What follows belongs to an exercise in optimizing a design on an open flow for small area, a short achievable clock period and few clock cycles per item; a production flow would make more cautious choices. The RTL was checked by simulation tests, not by an equivalence proof against the original design.

<file path="standard.sh">
#!/bin/bash
# synth_recipe.tcl (not shown) runs the flow's synth.tcl, then flattens the netlist and writes it again
# the make line also repeats each setting of config.mk as NAME=value (left out here)
make -C /OpenROAD-flow-scripts/flow DESIGN_CONFIG=/design/flow/config.mk WORK_HOME=/design/flow/orfs CLKGATE_MAP_FILE= SYNTH_SCRIPT=/design/flow/synth_recipe.tcl "${@:-finish}"
</file>
<file path="design.v">
module edge_predict (
  input  wire        clk,
  input  wire        rst,       
  input  wire        start,     
  input  wire [63:0] t_a,       
  input  wire [63:0] t_b,       
  input  wire [63:0] w_a,       
  input  wire [63:0] w_b,       
  input  wire [63:0] x,         
  output reg         busy,
  output reg         done,      
  output wire [63:0] result     
);
  localparam KS  = 4;                        
  localparam KD  = 2 * KS;                   
  localparam KM  = 8;                        
  localparam NG  = 32 / KM;                  
  localparam WM  = 32;                       
  localparam W   = 51;                       
  localparam B   = 49;                       
  localparam WV  = W + B;                    
  localparam H   = 7;                        
  localparam WA  = 57 + H;                   
  localparam WE  = WV - WA - WM;             
  localparam WS  = WA + KM;                  
  localparam [2:0] S_IDLE = 3'd0, S_PREP = 3'd1, S_MUL = 3'd2, S_NORM = 3'd3,
                   S_DIV = 3'd4, S_FIN = 3'd5;
  reg  [2:0]    state;
  reg  [63:0]   T;         
  reg  [64:0]   A;         
  reg  [64:0]   QN;        
  reg  [W-1:0]  RC;        
  reg  [WV-1:0] V;         
  reg  [47:0]   D;         
  reg  [NG-1:0] TH;        
  reg  [6:0]    cnt;       
  reg           first;     
  assign result = T;
  wire prep = (state == S_PREP);
  wire mul  = (state == S_MUL);
  wire fin  = (state == S_FIN);
  wire [W-1:0] RS = V[WV-1:B];
  wire [W-1:0] rlow = {1'b0, RS[W-2:0]} + {1'b0, RC[W-2:0]};
  wire rneg = RS[W-1] ^ RC[W-1] ^ rlow[W-1];
  wire [WA-1:0] acc = V[WA-1+WM:WM];
  wire [WM-1:0] mq  = V[WM-1:0];
  wire [WS-1:0] Aw  = {{(WS-65){A[64]}}, A};
  reg  [WS-1:0] op_ [0:8];
  reg  [WS-1:0] l1 [0:5];
  reg  [WS-1:0] l2 [0:3];
  reg  [WS-1:0] l3 [0:2];
  reg  [WS-1:0] cs_s, cs_c;
  integer j;
  always @* begin
    op_[0] = fin ? {{(WS-65){1'b0}}, T, 1'b1} : {{(WS-WA){acc[WA-1]}}, acc};
    for (j = 0; j < KM; j = j + 1) begin
      if (j == 0)
        op_[1] = (prep | fin | mq[0]) ? Aw : {WS{1'b0}};
      else if (j == 1)
        op_[2] = fin ? {{(WS-65){1'b1}}, ~QN} : ((mul & mq[1]) ? (Aw << 1) : {WS{1'b0}});
      else
        op_[j+1] = (mul & mq[j]) ? (Aw << j) : {WS{1'b0}};
    end
    for (j = 0; j < 3; j = j + 1) begin
      l1[2*j]   = op_[3*j] ^ op_[3*j+1] ^ op_[3*j+2];
      l1[2*j+1] = ((op_[3*j] & op_[3*j+1]) | (op_[3*j] & op_[3*j+2]) | (op_[3*j+1] & op_[3*j+2])) << 1;
    end
    for (j = 0; j < 2; j = j + 1) begin
      l2[2*j]   = l1[3*j] ^ l1[3*j+1] ^ l1[3*j+2];
      l2[2*j+1] = ((l1[3*j] & l1[3*j+1]) | (l1[3*j] & l1[3*j+2]) | (l1[3*j+1] & l1[3*j+2])) << 1;
    end
    l3[0] = l2[0] ^ l2[1] ^ l2[2];
    l3[1] = ((l2[0] & l2[1]) | (l2[0] & l2[2]) | (l2[1] & l2[2])) << 1;
    l3[2] = l2[3];
    cs_s = l3[0] ^ l3[1] ^ l3[2];
    cs_c = ((l3[0] & l3[1]) | (l3[0] & l3[2]) | (l3[1] & l3[2])) << 1;
    cs_c[0] = prep | (fin & ~rneg);           
  end
  wire [WS-1:0] msum = cs_s + cs_c;
  wire [WM-1:0] m_next = {msum[KM-1:0], mq[WM-1:KM]};
  reg  [NG-1:0] grp_nz;
  integer g;
  always @* begin
    for (g = 0; g < NG; g = g + 1)
      grp_nz[g] = |m_next[g*KM +: KM];
  end
  wire mul_more = |(grp_nz & (TH >> 1));
  wire norm_shift = (D[47:40] == 8'd0) && (D[39:0] != 40'd0);
  wire [47:0] D_sh = norm_shift ? {D[39:0], 8'd0} : D;
  wire norm_more = (D_sh[47:40] == 8'd0) && (D_sh[39:0] != 40'd0);
  wire [W-1:0] D1  = {{(W-48){1'b0}}, D};
  wire [W-1:0] D2  = {{(W-49){1'b0}}, D, 1'b0};
  wire [2:0]   di  = D[46:44];
  reg signed [6:0] m_n1, m_0, m_1, m_2;
  always @* begin
    case (di)
      3'd0: begin m_n1 = -13; m_0 = -4; m_1 = 4; m_2 = 12; end
      3'd1: begin m_n1 = -15; m_0 = -5; m_1 = 5; m_2 = 14; end
      3'd2: begin m_n1 = -16; m_0 = -5; m_1 = 5; m_2 = 15; end
      3'd3: begin m_n1 = -17; m_0 = -5; m_1 = 6; m_2 = 17; end
      3'd4: begin m_n1 = -19; m_0 = -6; m_1 = 7; m_2 = 19; end
      3'd5: begin m_n1 = -20; m_0 = -6; m_1 = 7; m_2 = 20; end
      3'd6: begin m_n1 = -21; m_0 = -6; m_1 = 8; m_2 = 22; end
      default: begin m_n1 = -23; m_0 = -7; m_1 = 9; m_2 = 24; end
    endcase
  end
  function [3:0] qsel;
    input signed [6:0] e;
    begin
      qsel = {e >= m_2, e >= m_1, e < m_0, e < m_n1};
    end
  endfunction
  function [W-1:0] opsel;
    input [3:0] q;
    begin
      opsel = q[3] ? ~D2 : q[2] ? ~D1 : q[0] ? D2 : q[1] ? D1 : {W{1'b0}};
    end
  endfunction
  localparam [3:0] QP2 = 4'b1100, QP1 = 4'b0100, QZ = 4'b0000,
                   QN1 = 4'b0010, QN2 = 4'b0011;
  reg  [W-1:0] rs, rc, ys, yc, op;
  reg  signed [6:0] est;
  reg  [3:0]   q, qc0, qc1, qc2, qcp1, qcp2;
  reg  [KD-1:0] dp, dn;
  reg  [W-1:0] opc;
  reg  [6:0]   ts, tc;
  integer k, c;
  always @* begin
    rs = RS;
    rc = RC;
    q  = 4'd0;
    qc0 = 4'd0; qc1 = 4'd0; qc2 = 4'd0; qcp1 = 4'd0; qcp2 = 4'd0;
    for (k = 0; k < KS; k = k + 1) begin
      ys  = {rs[W-3:0], V[B-1-2*k], V[B-2-2*k]};
      yc  = {rc[W-3:0], 2'b00};
      if (k != KS - 1) begin
        est = ys[W-1:W-7] + yc[W-1:W-7];
        q   = qsel(est);
      end else begin
        q   = q[3] ? qcp2 : q[2] ? qcp1 : q[0] ? qc2 : q[1] ? qc1 : qc0;
      end
      if (k == KS - 2)
      for (c = 0; c < 5; c = c + 1) begin
        opc = opsel(c == 0 ? QN2 : c == 1 ? QN1 : c == 2 ? QZ : c == 3 ? QP1 : QP2);
        ts  = ys[W-3:W-9] ^ yc[W-3:W-9] ^ opc[W-3:W-9];
        tc  = (ys[W-4:W-10] & yc[W-4:W-10]) | (ys[W-4:W-10] & opc[W-4:W-10]) |
              (yc[W-4:W-10] & opc[W-4:W-10]);
        est = ts + tc;
        case (c)
          0: qc2  = qsel(est);
          1: qc1  = qsel(est);
          2: qc0  = qsel(est);
          3: qcp1 = qsel(est);
          default: qcp2 = qsel(est);
        endcase
      end
      op  = opsel(q);
      rs  = ys ^ yc ^ op;
      rc  = {((ys & yc) | (ys & op) | (yc & op)), q[2]};
      dp[KD-1-2*k -: 2] = {q[3], q[2] & ~q[3]};
      dn[KD-1-2*k -: 2] = {q[0], q[1] & ~q[0]};
    end
  end
  wire [31:0] dt  = T[31:0] - V[31:0];
  reg  w4, above;
  reg  [2:0] ngu;                            
  integer h;
  always @* begin
    w4 = 1'b0; above = 1'b0; ngu = 3'd1;
    for (h = NG - 1; h >= 0; h = h - 1) begin
      if (!above && (dt[h*KM +: KM] != {KM{1'b0}})) ngu = h + 1;
      if (!above && (dt[h*KM+4 +: 4] == 4'd0) && (dt[h*KM +: 4] != 4'd0)) w4 = 1'b1;
      above = above | (dt[h*KM +: KM] != {KM{1'b0}});
    end
  end
  wire [WM-1:0] dt_al = w4 ? {dt[27:0], 4'd0} : dt;
  wire [47:0] dwn = A[47:0] + D;             
  wire [47:0] dw  = ~dwn;
  reg  [7:0]  gtop;
  reg  [2:0]  f;
  reg         gabove;
  integer fi;
  always @* begin
    gtop = 8'd0; gabove = 1'b0;
    for (fi = 5; fi >= 0; fi = fi - 1) begin
      if (!gabove) gtop = gtop | dw[8*fi +: 8];
      gabove = gabove | (dw[8*fi +: 8] != 8'd0);
    end
    f = gtop[7] ? 3'd0 : gtop[6] ? 3'd1 : gtop[5] ? 3'd2 : gtop[4] ? 3'd3 :
        gtop[3] ? 3'd4 : gtop[2] ? 3'd5 : gtop[1] ? 3'd6 : 3'd7;
  end
  wire [47:0] dw_f = dw << f;
  wire [56:0] dx0 = msum[56:0];
  wire [12:0] xt  = V[56+WM:44+WM];           
  wire [12:0] wt  = ~A[56:44];                
  wire [12:0] dh0 = xt - wt;                  
  wire [12:0] dh1 = dh0 - 13'd1;              
  reg  [3:0]  zm0, zm1;
  reg         zr0, zr1;
  integer zi;
  always @* begin
    zm0 = 4'd0; zr0 = 1'b1; zm1 = 4'd0; zr1 = 1'b1;
    for (zi = 0; zi < 7; zi = zi + 1) begin
      zr0 = zr0 & (dh0[11-zi] == dh0[12]);
      zr1 = zr1 & (dh1[11-zi] == dh1[12]);
      if (zr0) zm0 = zi + 1;
      if (zr1) zm1 = zi + 1;
    end
  end
  wire [3:0]  zm  = (zm0 < zm1) ? zm0 : zm1;
  wire [2:0]  rr   = 3'd2 + f + {w4, 2'b00};
  wire [4:0]  zc   = {1'b0, zm} + H;                           
  wire [4:0]  zd   = zc - {2'd0, rr};
  wire [4:0]  z    = {2'd0, rr} + ((zd >= 5'd8) ? 5'd8 : 5'd0);
  wire [WA-1:0] dxa = {{H{dx0[56]}}, dx0} << z;
  wire [6:0]  nd   = 7'd18 + {4'd0, f} + {1'b0, ngu, 3'd0} - {2'd0, z} - {4'd0, w4, 2'b00};
  always @(posedge clk) begin
    if (rst) begin
      state <= S_IDLE;
      busy  <= 1'b0;
      done  <= 1'b0;
    end else begin
      done <= 1'b0;
      case (state)
        S_IDLE: if (start) begin
          state <= S_PREP;
          busy  <= 1'b1;
        end
        S_PREP: state <= S_MUL;
        S_MUL:  if (!mul_more) state <= norm_more ? S_NORM : S_DIV;
        S_NORM: if (!norm_more) state <= S_DIV;
        S_DIV:  if (cnt == 7'd8) state <= S_FIN;
        S_FIN: begin
          state <= S_IDLE;
          busy  <= 1'b0;
          done  <= 1'b1;
        end
        default: state <= S_IDLE;
      endcase
    end
  end
  always @(posedge clk) begin
    first <= 1'b0;
    RC    <= {W{1'b0}};
    QN    <= {65{1'b0}};
    case (state)
      S_IDLE: begin              
        T <= t_a;
        A <= {8'd0, ~w_a[56:0]};
        V <= {{(WE+H){1'b0}}, x[56:0], t_b[31:0]};
        D <= w_b[47:0];
      end
      S_PREP: begin
        A   <= {{(65-WA){dxa[WA-1]}}, dxa};
        V   <= {{(WE+WA){1'b0}}, dt_al};
        D   <= dw_f;
        TH  <= {NG{1'b1}};
        cnt <= nd;
      end
      S_MUL: begin
        V   <= {{WE{msum[WS-1]}}, msum[WS-1:KM], m_next};
        TH  <= TH >> 1;
        D   <= D_sh;
        cnt <= norm_shift ? cnt + 7'd8 : cnt;
        first <= 1'b1;
      end
      S_NORM: begin
        D   <= D_sh;
        cnt <= norm_shift ? cnt + 7'd8 : cnt;
        first <= 1'b1;
      end
      S_DIV: begin
        V   <= {rs, V[B-1:0] << KD};
        RC  <= rc;
        A   <= first ? {{(65-KD){1'b0}}, dp} : {A[64-KD:0], dp};
        QN  <= {QN[64-KD:0], dn};
        cnt <= cnt - 7'd8;
      end
      S_FIN: T <= msum[64:1];
      default: ;
    endcase
  end
endmodule
</file>
<file path="config.mk">
export PLATFORM = sky130hd
export DESIGN_NAME = edge_predict
export DESIGN_NICKNAME = edge_predict
export VERILOG_FILES = /design/flow/design.v
export SDC_FILE = /design/flow/constraint.sdc
export NUM_CORES = 4
export LEC_CHECK = 0
export ABC_AREA = 1
export CAP_MARGIN = 20
export CORE_MARGIN = 2
export CORE_UTILIZATION = 40
export SLEW_MARGIN = 20
</file>
<file path="constraint.sdc">
create_clock -name core_clock -period 50.0 [get_ports {clk}]
set_input_delay 10.0000 -clock core_clock [delete_from_list [all_inputs] [get_ports {clk}]]
set_output_delay 10.0000 -clock core_clock [all_outputs]
set_load 0.01 [all_outputs]
</file>
<file path="flow/run.sh">
#!/bin/bash
set -euo pipefail
bash standard.sh SETUP_SLACK_MARGIN=38.5 \
  'BUFFER_PORTS_ARGS=-buffer_cell sky130_fd_sc_hd__buf_2' finish > standard_flow.log 2>&1
</file>
==> run summary <==
## cell usage after synthesis (30+ instances only)
library cell	n
o211ai_1	114
a22oi_1	91
xnor2_1	69
nand3b_1	72
nand3_1	558
ha_1	409
buf_1	30
buf_2	40
nand2_1	1973
o21ai_0	309
o22ai_1	258
inv_1	1683
a211oi_1	56
fa_1	684
clkinv_1	59
clkbuf_1	289
nand4_1	92
edfxtp_1	285
dfxtp_1	122
nor2_1	819
a21oi_1	444
xor2_1	127
## state kept, by name, indices dropped and copies added, names as in the netlist
| name | cells |
|---|---|
| state | 3 |
| first | 1 |
| RC | 51 |
| A | 65 |
| QN | 65 |
| done | 1 |
| T | 64 |
| cnt | 5 |
| V | 100 |
| TH | 3 |
| D | 48 |
| busy | 1 |
## stage by stage
step	hold WS, ns	worst slack, ns
floorplan	0.4084	38.73
global placement	0.4205	34.81
detailed placement	0.4184	34.64
CTS	0.4191	38.51
global route	0.4442	38.42
finish	0.4263	38.50
## layer usage
layer	part of all wire [%]	global-route usage, %	vias up
met5	0.064	0	-
met4	9.9	28.26	21
met3	11	8.574	1080
met2	43	54.10	3908
met1	36	41.70	31180
li1	-	-	29410
## area by class of cell
class                   instances  share of cell area, %
flip-flops and latches        407                  15.08
repair buffers                546                  5.604
well taps                    2160                  3.705
diodes                         21                0.07205
inverters                    1766                  9.236
multi-input cells            6460                  63.78
clock buffers                  71                  1.997
clock inverters                33                 0.5284
## final timing paths
path,from,slack [ns],end
setup / recovery,T[26]$_DFFE_PP_,38.50,result[26]
hold / removal,QN[28]$_SDFF_PN0_,0.43,QN[36]$_SDFF_PN0_
setup reg to reg,V[91]$_SDFFCE_PP0P_,38.79,V[58]$_DFFE_PP_
hold reg to reg,QN[28]$_SDFF_PN0_,0.43,QN[36]$_SDFF_PN0_
## repair_timing
| item | 4_1_cts | 5_1_grt |
|---|---|---|
| buffers inserted | 48 | 58 |
| pin swaps | 25 | 112 |
| cloned | 14 | 12 |
| endpoints found under the setup margin | 129 | 103 |
| gates resized for setup | 153 | 206 |
## cells by family (layout without fill, tap and decap cells)
family	Yosys count	count (layout)	share of synthesized area, %
adder cells (fa/ha/maj)	1093	1093	29.17
buffers and inverters	2162	2416	13.01
AND/OR/NAND/NOR	3661	3662	23.82
XOR/XNOR	196	196	2.662
other	0	21	0
multiplexers	1	1	0.01746
flip-flops	407	407	17.06
AO/OA/AOI/OAI	1508	1508	14.26
==> run summary <==
async set or reset register ratio after synthesis - 0%
Tightest Pin Transition - 1.187 ns
WHS Path Cells - 2
final worst-path cycle share - 23.00%
Final #Nets - 10650
DR pass1 iterations - 9
post-synthesis instance area - 0.06449 sq mm
cell taking the most area after synthesis - fa_1
Post-synth top flop - edfxtp_1
Worst-path clk slew - 0.06 ns
slowest stage delay, CP - 0.58 ns
Worst R2R Path Depth - 58
die span in y - 405.5 um
Syn Inst Count - 9028
Post-Layout Cell Count - 11460
DR WL/cell - 25.77 um
Final Skew - 0.08261 ns
fillers - 16530
Multi-input gate area - 0.04652 sq mm
final instance area - 0.07294 sq mm
Hold Vio Cnt, Final - 0
ANT nets after route - 0
most frequent cells in the layout - nand2_1 (1934), inv_1 (1660), nor2_1 (792)
largest cells by area after synthesis - fa_1 (21%), edfxtp_1 (13%), nand2_1 (11%)
Post-Place Cells - 11210
remaining global-route overflow - 0
sequential cell area - 0.01100 sq mm
clk latency of the worst-skew pair - 0.73 ns
GR Util All Layers - 35.10%
worst-path maximum fanout - 3
htree depth - 2
relative slew slack - 20.33%
post-place instance area - 0.06793 sq mm
Detailed Route WL - 295400 um
Yosys Warn Count - 5
first-pass GRT wire length - 423700 um
Setup CP Type - reg -> out
DRC errors left - 0
critical path depth in cells - 1
RSZ-0062 raised after global routing - false
Synth cell types - 72
FMAX - 0.08695 GHz
crit-path cells - buf_2
Max-Cap Viols - 0
Starting Density - 40.21%
CTS Buf Count - 55
Post-DP HPWL - 230200 um
crit start category - flop
Ports - 389
Via Count - 65600
mean area per synthesized cell - 7.143 sq um
pin count of the biggest net entering global routing - 151
Pins Over Slew Limit - 0
1st-iter DRT viols - 7629
Die W - 405.5 um
sequential area share after synthesis - 17.06%
flops & latches, synth - 407
area delta synth->final - 13.10%
die area - 0.1644 sq mm
Layout Utilization - 45.48%
Max Buffers Root-to-Sink - 3
endpoints failing setup - 0
Rows - 147
TritonCTS Sinks - 407
Yosys top cell area share - 21.23%
core box area - 0.1604 sq mm
crit-path leading delay family - flip-flops
vias in the first global route - 63870
CP endpoint kind - output port
vias per std cell - 5.722
Buf+Inv Stages, Crit Path - 1
CTS tree - yes
CP Data Arrival Time - 1.50 ns
final period demand of the worst path - 11.50 ns
share of cells above drive strength 1 - 10.55%
Root Buffer - clkbuf_16
total negative slack - 0 ns
hold_buf cts - 0
Post-synth EDFFs - 285
input/output buffers - 326
Worst EP required - 40.00 ns
Worst Hold Class - reg -> reg
Net Count, Synth - 10440
commonest non-fill, non-tap cell in the layout - nand2_1
initial antenna violation count - 37
Critical-path top delay cell - edfxtp_1
gpl congestion - 1.004
status - finished clean
Testbench counts, summed over its fixed seeds: cycles 5,527, items 512.

what the ideal ports hide:
How much do the figures lean on ideal ports? The routed layout below was timed once more, with nothing changed but the port constraints. Step 1, drivers: a clkbuf_16 drives clk and a buf_2 each remaining input, both assumed. Step 2 moves the port delays by t, midway between the first and last clock arrival at a register: inputs arrive t later, outputs are due t later. That takes back most of the time a late clock gives input paths. Slacks: ideal / step 1 / step 2; pairs: ideal / step 1.
shift t [ns]: 0.774
setup slack, ns: 38.500 / 38.415 / 38.792
worst data-port slew with drivers (ns): 0.23
cell pins on the clock port's net: 1
After both steps this run still meets setup and hold. For this run, drivers alone change the setup slack by -0.085 ns; drivers and shift together by +0.292 ns.
